Source: an optimization exercise on an open RTL-to-GDS flow (aim: small area, a short achievable clock period and few clock cycles per item). Production flows keep margins and buffers that such runs may drop. At most, simulation tests tie the RTL to the original design; equivalence was not proved.

## sha256_blk
module sha256_blk (
    input  wire         clk,
    input  wire         rst,           
    input  wire         in_valid,
    output reg          in_ready,
    input  wire         in_first,      
    input  wire [511:0] in_block,      
    output reg          out_valid,     
    output wire [255:0] digest         
);
Size: roughly 770 I/O pins.
clock: 12.0 ns
lec_check: 0
cap_margin: 20
core_margin: 2
core_utilization: 50
slew_margin: 20
run.sh (not shown) runs the stock make flow with config.mk's settings and CLKGATE_MAP_FILE= SYNTH_SCRIPT=/design/flow/synth_recipe.tcl, a recipe that flattens the netlist after the stock synthesis.
Rerun with:
Settings changed: CORE_UTILIZATION 50 to 65.
Effect: The changed run aborted during global routing (5_1_grt), error GRT-0232; synthesized cell count is unchanged; synthesized area does not change.
Rerun with:
Settings changed: CORE_UTILIZATION 65 to 50, CTS_BUF_LIST from default to sky130_fd_sc_hd__clkbuf_4, SETUP_SLACK_MARGIN from default to 5.
After rerunning: With this change the flow finished with timing, DRC and antenna clean; synthesized cell count stays the same; synthesized area does not change.
Rerun with:
Settings changed: CORE_UTILIZATION 50 to 65.
Effect: The changed run aborted during global routing (5_1_grt); synthesized area does not change; synthesized cell count stays the same.
No functional check of the RTL was part of any run of this note.


Setup of build 55:
The RTL this note starts from:
==> flow/design.v <==
module sha256_blk (
    input  wire         clk,
    input  wire         rst,           
    input  wire         in_valid,
    output reg          in_ready,
    input  wire         in_first,      
    input  wire [511:0] in_block,      
    output reg          out_valid,     
    output wire [255:0] digest         
);
    function [31:0] rotr;
        input [31:0] x;
        input integer n;
        begin
            rotr = (x >> n) | (x << (32 - n));
        end
    endfunction
    localparam [255:0] IV = {32'h6a09e667, 32'hbb67ae85, 32'h3c6ef372, 32'ha54ff53a,
                             32'h510e527f, 32'h9b05688c, 32'h1f83d9ab, 32'h5be0cd19};
    reg  [31:0] a, b, c, d, e, f, g, h;
    reg  [31:0] HA0, HA1, HA2, HA3;    
    reg  [31:0] HE0, HE1, HE2, HE3;    
    reg  [31:0] W [0:15];              
    reg  [31:0] hkw;                   
    reg  [31:0] kreg;                  
    reg  [6:0]  cnt;
    reg         pre;        
    reg         rnd;        
    reg         run;        
    reg         fin;        
    reg         ldiv;       
    reg         curfirst;   
    reg         finfirst;   
    reg  [1:0]  ph;         
    assign digest = {HA3, HA2, HA1, HA0, HE3, HE2, HE1, HE0};
    reg [31:0] k_c;
    always @(*) begin
        case (cnt)
            7'd0: k_c = 32'h428a2f98;
            7'd1: k_c = 32'h71374491;
            7'd2: k_c = 32'hb5c0fbcf;
            7'd3: k_c = 32'he9b5dba5;
            7'd4: k_c = 32'h3956c25b;
            7'd5: k_c = 32'h59f111f1;
            7'd6: k_c = 32'h923f82a4;
            7'd7: k_c = 32'hab1c5ed5;
            7'd8: k_c = 32'hd807aa98;
            7'd9: k_c = 32'h12835b01;
            7'd10: k_c = 32'h243185be;
            7'd11: k_c = 32'h550c7dc3;
            7'd12: k_c = 32'h72be5d74;
            7'd13: k_c = 32'h80deb1fe;
            7'd14: k_c = 32'h9bdc06a7;
            7'd15: k_c = 32'hc19bf174;
            7'd16: k_c = 32'he49b69c1;
            7'd17: k_c = 32'hefbe4786;
            7'd18: k_c = 32'h0fc19dc6;
            7'd19: k_c = 32'h240ca1cc;
            7'd20: k_c = 32'h2de92c6f;
            7'd21: k_c = 32'h4a7484aa;
            7'd22: k_c = 32'h5cb0a9dc;
            7'd23: k_c = 32'h76f988da;
            7'd24: k_c = 32'h983e5152;
            7'd25: k_c = 32'ha831c66d;
            7'd26: k_c = 32'hb00327c8;
            7'd27: k_c = 32'hbf597fc7;
            7'd28: k_c = 32'hc6e00bf3;
            7'd29: k_c = 32'hd5a79147;
            7'd30: k_c = 32'h06ca6351;
            7'd31: k_c = 32'h14292967;
            7'd32: k_c = 32'h27b70a85;
            7'd33: k_c = 32'h2e1b2138;
            7'd34: k_c = 32'h4d2c6dfc;
            7'd35: k_c = 32'h53380d13;
            7'd36: k_c = 32'h650a7354;
            7'd37: k_c = 32'h766a0abb;
            7'd38: k_c = 32'h81c2c92e;
            7'd39: k_c = 32'h92722c85;
            7'd40: k_c = 32'ha2bfe8a1;
            7'd41: k_c = 32'ha81a664b;
            7'd42: k_c = 32'hc24b8b70;
            7'd43: k_c = 32'hc76c51a3;
            7'd44: k_c = 32'hd192e819;
            7'd45: k_c = 32'hd6990624;
            7'd46: k_c = 32'hf40e3585;
            7'd47: k_c = 32'h106aa070;
            7'd48: k_c = 32'h19a4c116;
            7'd49: k_c = 32'h1e376c08;
            7'd50: k_c = 32'h2748774c;
            7'd51: k_c = 32'h34b0bcb5;
            7'd52: k_c = 32'h391c0cb3;
            7'd53: k_c = 32'h4ed8aa4a;
            7'd54: k_c = 32'h5b9cca4f;
            7'd55: k_c = 32'h682e6ff3;
            7'd56: k_c = 32'h748f82ee;
            7'd57: k_c = 32'h78a5636f;
            7'd58: k_c = 32'h84c87814;
            7'd59: k_c = 32'h8cc70208;
            7'd60: k_c = 32'h90befffa;
            7'd61: k_c = 32'ha4506ceb;
            7'd62: k_c = 32'hbef9a3f7;
            7'd63: k_c = 32'hc67178f2;
            default: k_c = 32'h0;
        endcase
    end
    reg  [15:0] wsel;
    reg  [31:0] w_in;
    integer j;
    always @(*) begin
        w_in = 32'h0;
        for (j = 0; j < 16; j = j + 1)
            w_in = w_in | (in_block[511 - 32*j -: 32] & {32{wsel[j]}});
    end
    wire [1:0]  k4 = {~cnt[1], cnt[0]};
    reg  [31:0] iva, ive;
    always @(*) begin
        case (k4)
            2'd0: begin iva = IV[159:128]; ive = IV[31:0];  end
            2'd1: begin iva = IV[191:160]; ive = IV[63:32]; end
            2'd2: begin iva = IV[223:192]; ive = IV[95:64]; end
            default: begin iva = IV[255:224]; ive = IV[127:96]; end
        endcase
    end
    wire        addh = pre & fin;
    wire [31:0] ha_in = addh ? (finfirst ? iva : HA0) : 32'h0;
    wire [31:0] he_in = addh ? (finfirst ? ive : HE0) : 32'h0;
    wire [31:0] fa = ha_in + d;
    wire [31:0] fe = he_in + h;
    wire [31:0] S1  = rotr(e, 6) ^ rotr(e, 11) ^ rotr(e, 25);
    wire [31:0] ch  = (e & f) ^ (~e & g);
    wire [31:0] S0  = rotr(a, 2) ^ rotr(a, 13) ^ rotr(a, 22);
    wire [31:0] maj = (a & b) ^ (a & c) ^ (b & c);
    wire [31:0] p_s = hkw ^ S1 ^ ch;
    wire [31:0] p_c = {(hkw[30:0] & S1[30:0]) | (hkw[30:0] & ch[30:0]) | (S1[30:0] & ch[30:0]), 1'b0};
    wire [31:0] q_s = p_s ^ p_c ^ S0;
    wire [31:0] q_c = {(p_s[30:0] & p_c[30:0]) | (p_s[30:0] & S0[30:0]) | (p_c[30:0] & S0[30:0]), 1'b0};
    wire [31:0] r_s = q_s ^ q_c ^ maj;
    wire [31:0] r_c = {(q_s[30:0] & q_c[30:0]) | (q_s[30:0] & maj[30:0]) | (q_c[30:0] & maj[30:0]), 1'b0};
    wire [31:0] u_s = p_s ^ p_c ^ d;
    wire [31:0] u_c = {(p_s[30:0] & p_c[30:0]) | (p_s[30:0] & d[30:0]) | (p_c[30:0] & d[30:0]), 1'b0};
    wire [31:0] an  = r_s + r_c;
    wire [31:0] en  = u_s + u_c;
    wire [31:0] s0  = rotr(W[1], 7) ^ rotr(W[1], 18) ^ (W[1] >> 3);
    wire [31:0] s1  = rotr(W[14], 17) ^ rotr(W[14], 19) ^ (W[14] >> 10);
    wire [31:0] wn  = s1 + W[9] + s0 + W[0];
    integer k;
    always @(posedge clk) begin
        if (rnd) begin
            a <= an;
            e <= en;
        end else if (pre & ldiv) begin
            a <= iva;
            e <= ive;
        end else begin
            a <= fa;
            e <= fe;
        end
        b <= a; c <= b; d <= c;
        f <= e; g <= f; h <= g;
        HA3 <= addh ? fa : HA0;
        HA2 <= HA3; HA1 <= HA2; HA0 <= HA1;
        HE3 <= addh ? fe : HE0;
        HE2 <= HE3; HE1 <= HE2; HE0 <= HE1;
        for (k = 0; k < 15; k = k + 1)
            W[k] <= W[k + 1];
        W[15] <= (cnt[6:4] == 3'd0) ? w_in : wn;
        wsel  <= (cnt == 7'd127) ? 16'h0001 : {wsel[14:0], 1'b0};
        kreg <= k_c;
        hkw  <= g + kreg + W[15];
        cnt <= cnt + 7'd1;
        if (rst) begin
            pre       <= 1'b0;
            rnd       <= 1'b0;
            run       <= 1'b0;
            fin       <= 1'b0;
            ldiv      <= 1'b0;
            ph        <= 2'd0;
            in_ready  <= 1'b0;
            out_valid <= 1'b0;
        end else begin
            out_valid <= addh & (cnt == 7'd1);
            in_ready  <= rnd & (cnt == 7'd14);
            if (pre) begin
                if (cnt == 7'd1) begin
                    pre <= 1'b0;
                    fin <= 1'b0;
                    rnd <= run;
                    ph  <= 2'd0;
                end
            end else if (rnd) begin
                if (cnt == 7'd65) begin
                    rnd      <= 1'b0;
                    pre      <= 1'b1;
                    fin      <= 1'b1;
                    finfirst <= curfirst;
                    run      <= in_valid;
                    ldiv     <= in_valid & in_first;
                    curfirst <= in_first;
                    cnt      <= 7'd126;
                end
            end else begin
                ph <= ph + 2'd1;
                if (in_valid && (in_first || ph == 2'd3)) begin
                    pre      <= 1'b1;
                    run      <= 1'b1;
                    ldiv     <= in_first;
                    curfirst <= in_first;
                    cnt      <= 7'd126;
                end
            end
        end
    end
endmodule
clock: 12.0 ns
lec_check: 0
abc_area: 1
cap_margin: 20
core_margin: 2
core_utilization: 50
cts_cluster_diameter: 80
cts_cluster_size: 24
slew_margin: 20
standard.sh (not shown) runs the stock make flow with config.mk's settings and CLKGATE_MAP_FILE= SYNTH_SCRIPT=/design/flow/synth_recipe.tcl, a recipe that flattens the netlist after the stock synthesis.
==> flow/flow/run.sh <==
#!/bin/bash
# Standard ORFS flow (the standard.sh, unchanged synthesis), with:
#  - the port buffers made from the smallest buffer cell (buf_1) instead of
#    the default choice; every input and output still gets its own buffer;
set -euo pipefail
export BUFFER_PORTS_ARGS="-buffer_cell sky130_fd_sc_hd__buf_1"
export SETUP_SLACK_MARGIN=${MARGIN:-7}
bash standard.sh > standard.log 2>&1
Build 55 | stages: all done | timing, DRC, antenna: all pass
Testbench counts of build 55, summed over its fixed seeds: cycles 39,488, blocks 580.
diff inputs: build 55 => build 84
Settings: SLEW_MARGIN: 20 -> 5; CAP_MARGIN: 20 -> 5; ABC_AREA: 1 -> unset.
diff --git a/flow/flow/run.sh b/flow/flow/run.sh
--- a/flow/flow/run.sh
+++ b/flow/flow/run.sh
@@ -5,4 +5,4 @@
 set -euo pipefail
 export BUFFER_PORTS_ARGS="-buffer_cell sky130_fd_sc_hd__buf_1"
-export SETUP_SLACK_MARGIN=${MARGIN:-7}
+export SETUP_SLACK_MARGIN=${MARGIN:-7.5}
 bash standard.sh > standard.log 2>&1
## What came out
Build 84 closes out successfully: all stages finished, all timing, DRC and antenna checks passed. Diff build 55..build 84 | final total negative setup slack | unchanged. Synthesis-to-finish area growth delta for build 84 relative to build 55: 4.0 points higher. Delta (build 84 minus build 55): total number of vias went down; met2 demand-to-capacity share in global routing now sits higher. Of build 55 and build 84, build 84 shows the higher critical path depth, with build 55 below it. Changes observed in build 84 relative to build 55: share of the core filled with cells in the final layout saw an increase, overall routed net length saw a decrease, final weighted congestion in routability-driven placement saw a decrease.
What build 43 does differently from build 84 at the input level:
Settings: changing SLEW_MARGIN from 5 to 20; changing CAP_MARGIN from 5 to 20; changing CORE_UTILIZATION from 50 to 55.
diff --git a/flow/flow/run.sh b/flow/flow/run.sh
--- a/flow/flow/run.sh
+++ b/flow/flow/run.sh
@@ -5,4 +5,4 @@
 set -euo pipefail
 export BUFFER_PORTS_ARGS="-buffer_cell sky130_fd_sc_hd__buf_1"
-export SETUP_SLACK_MARGIN=${MARGIN:-7.5}
+export SETUP_SLACK_MARGIN=${MARGIN:-8}
 bash standard.sh > standard.log 2>&1
[summary]
Build 84 and build 43 ended up with roughly the same number of cells in the finished layout apart from fillers. Against build 84, build 43 reports a critical path depth that is lower. [build 43 vs build 84] met3 routing resource usage after global routing: higher in build 43. Register-to-register slack came out lower on build 43 than on build 84. Build 43: post-place setup slack is 0.022 ns lower than what build 84 reported.
> inputs changed (build 43 -> build 62)
Settings: CORE_UTILIZATION now 50, was 55; TNS_END_PERCENT now 20, previously not set.
diff --git a/flow/flow/run.sh b/flow/flow/run.sh
--- a/flow/flow/run.sh
+++ b/flow/flow/run.sh
@@ -5,4 +5,4 @@
 set -euo pipefail
 export BUFFER_PORTS_ARGS="-buffer_cell sky130_fd_sc_hd__buf_1"
-export SETUP_SLACK_MARGIN=${MARGIN:-8}
+export SETUP_SLACK_MARGIN=${MARGIN:-7.5}
 bash standard.sh > standard.log 2>&1
Findings:
The final reports for build 62 and build 43 show critical path required time higher in the former. Diff build 43 -> build 62: first-pass GRT wire length saw a decrease, non-clock buffer count saw a decrease. Status: sequential cell count parity (build 62, build 43). When build 62 is set beside build 43, its proportion of cell area occupied by registers turns out to be 1.8 points larger. Across both runs, met2 track demand over resource was lower for build 62 than for build 43. Worst hold-check slack up 0.039 ns in build 62 wrt build 43. Diff build 43 and build 62: die area higher in build 62.
[inputs] build 85 vs build 62
Settings: clearing TNS_END_PERCENT, which used to be 20.
diff --git a/flow/flow/run.sh b/flow/flow/run.sh
--- a/flow/flow/run.sh
+++ b/flow/flow/run.sh
@@ -5,4 +5,4 @@
 set -euo pipefail
 export BUFFER_PORTS_ARGS="-buffer_cell sky130_fd_sc_hd__buf_1"
-export SETUP_SLACK_MARGIN=${MARGIN:-7.5}
+export SETUP_SLACK_MARGIN=${MARGIN:-7}
 bash standard.sh > standard.log 2>&1
[summary]
Changes observed in build 85 relative to build 62: worst slew margin relative to its limit fell by 14 points; final setup slack of the worst path lower; utilization of the core after routing went down by 0.80 points; shortest period the worst path allows now larger. Of build 62 and build 85, the higher multi-input gate area in the final layout belongs to build 62. Build 85 completed; timing, DRC and antenna clean. What build 62 reported for initial antenna violation count has to be multiplied by 1.11 to get the figure for build 85. Re design area: build 85 is 770 µm² down on build 62. met1 track demand over resource ends up lower on build 85. Build 85 vs build 62: global-route wire length before repair down.
Modified inputs, build 82 compared to build 85
diff --git a/flow/flow/run.sh b/flow/flow/run.sh
--- a/flow/flow/run.sh
+++ b/flow/flow/run.sh
@@ -5,4 +5,4 @@
 set -euo pipefail
 export BUFFER_PORTS_ARGS="-buffer_cell sky130_fd_sc_hd__buf_1"
-export SETUP_SLACK_MARGIN=${MARGIN:-7}
+export SETUP_SLACK_MARGIN=${MARGIN:-7.5}
 bash standard.sh > standard.log 2>&1
Results
Run comparison: build 82 launch point of the worst path e[26]; build 85 launch point of the worst path e[12]. From build 85 to build 82 the numbers moved as follows: final setup slack of the worst path +0.030 ns, proportion of cell area occupied by registers -0.85 points. Comparing the two runs side by side, build 82 comes out ahead of build 85 on worst hold slack after final layout. Build 82 vs. build 85: count of clock buffers in the final design increased 1, insertion delay to the later sink of the worst-skew pair went down 0.02 ns, global-route track usage on met3 down 2.2 points.

afterwards: timing with drivers on the ports:
No port has a modelled driver above. Below, the same layouts with a new extraction and two added sets of constraints. Step 1, drivers: a clkbuf_16 drives clk and a buf_2 each remaining input, both assumed. Step 2 adds t to the input delays and takes it off the output delays; t is the mean of the earliest and latest rising clock arrival at the registers after step 1. Input paths then give back, and output paths get back, about the clock's delay inside the block. Three values: ideal, step 1, step 2; two values: the first two.
run	t, ns	slack for setup (ns)	worst slew at a driven data input, ns
the first run of note 1	0.790	5.459 / 5.459 / 5.326	0.27
the third run of note 1	1.208	5.459 / 5.459 / 5.310	0.28
build 55	0.764	7.149 / 7.149 / 7.149	0.20
build 84	0.737	7.088 / 7.088 / 7.088	0.19
build 43	0.742	7.067 / 7.067 / 7.067	0.27
build 62	0.741	7.120 / 7.120 / 7.120	0.21
build 85	0.744	7.047 / 7.047 / 6.896	0.22
build 82	0.736	7.078 / 7.078 / 7.078	0.19
After both steps setup and hold are still met in every run listed. The setup slack of build 85, which loses most, moves by 0.000 ns with the drivers and by -0.151 ns with both steps.
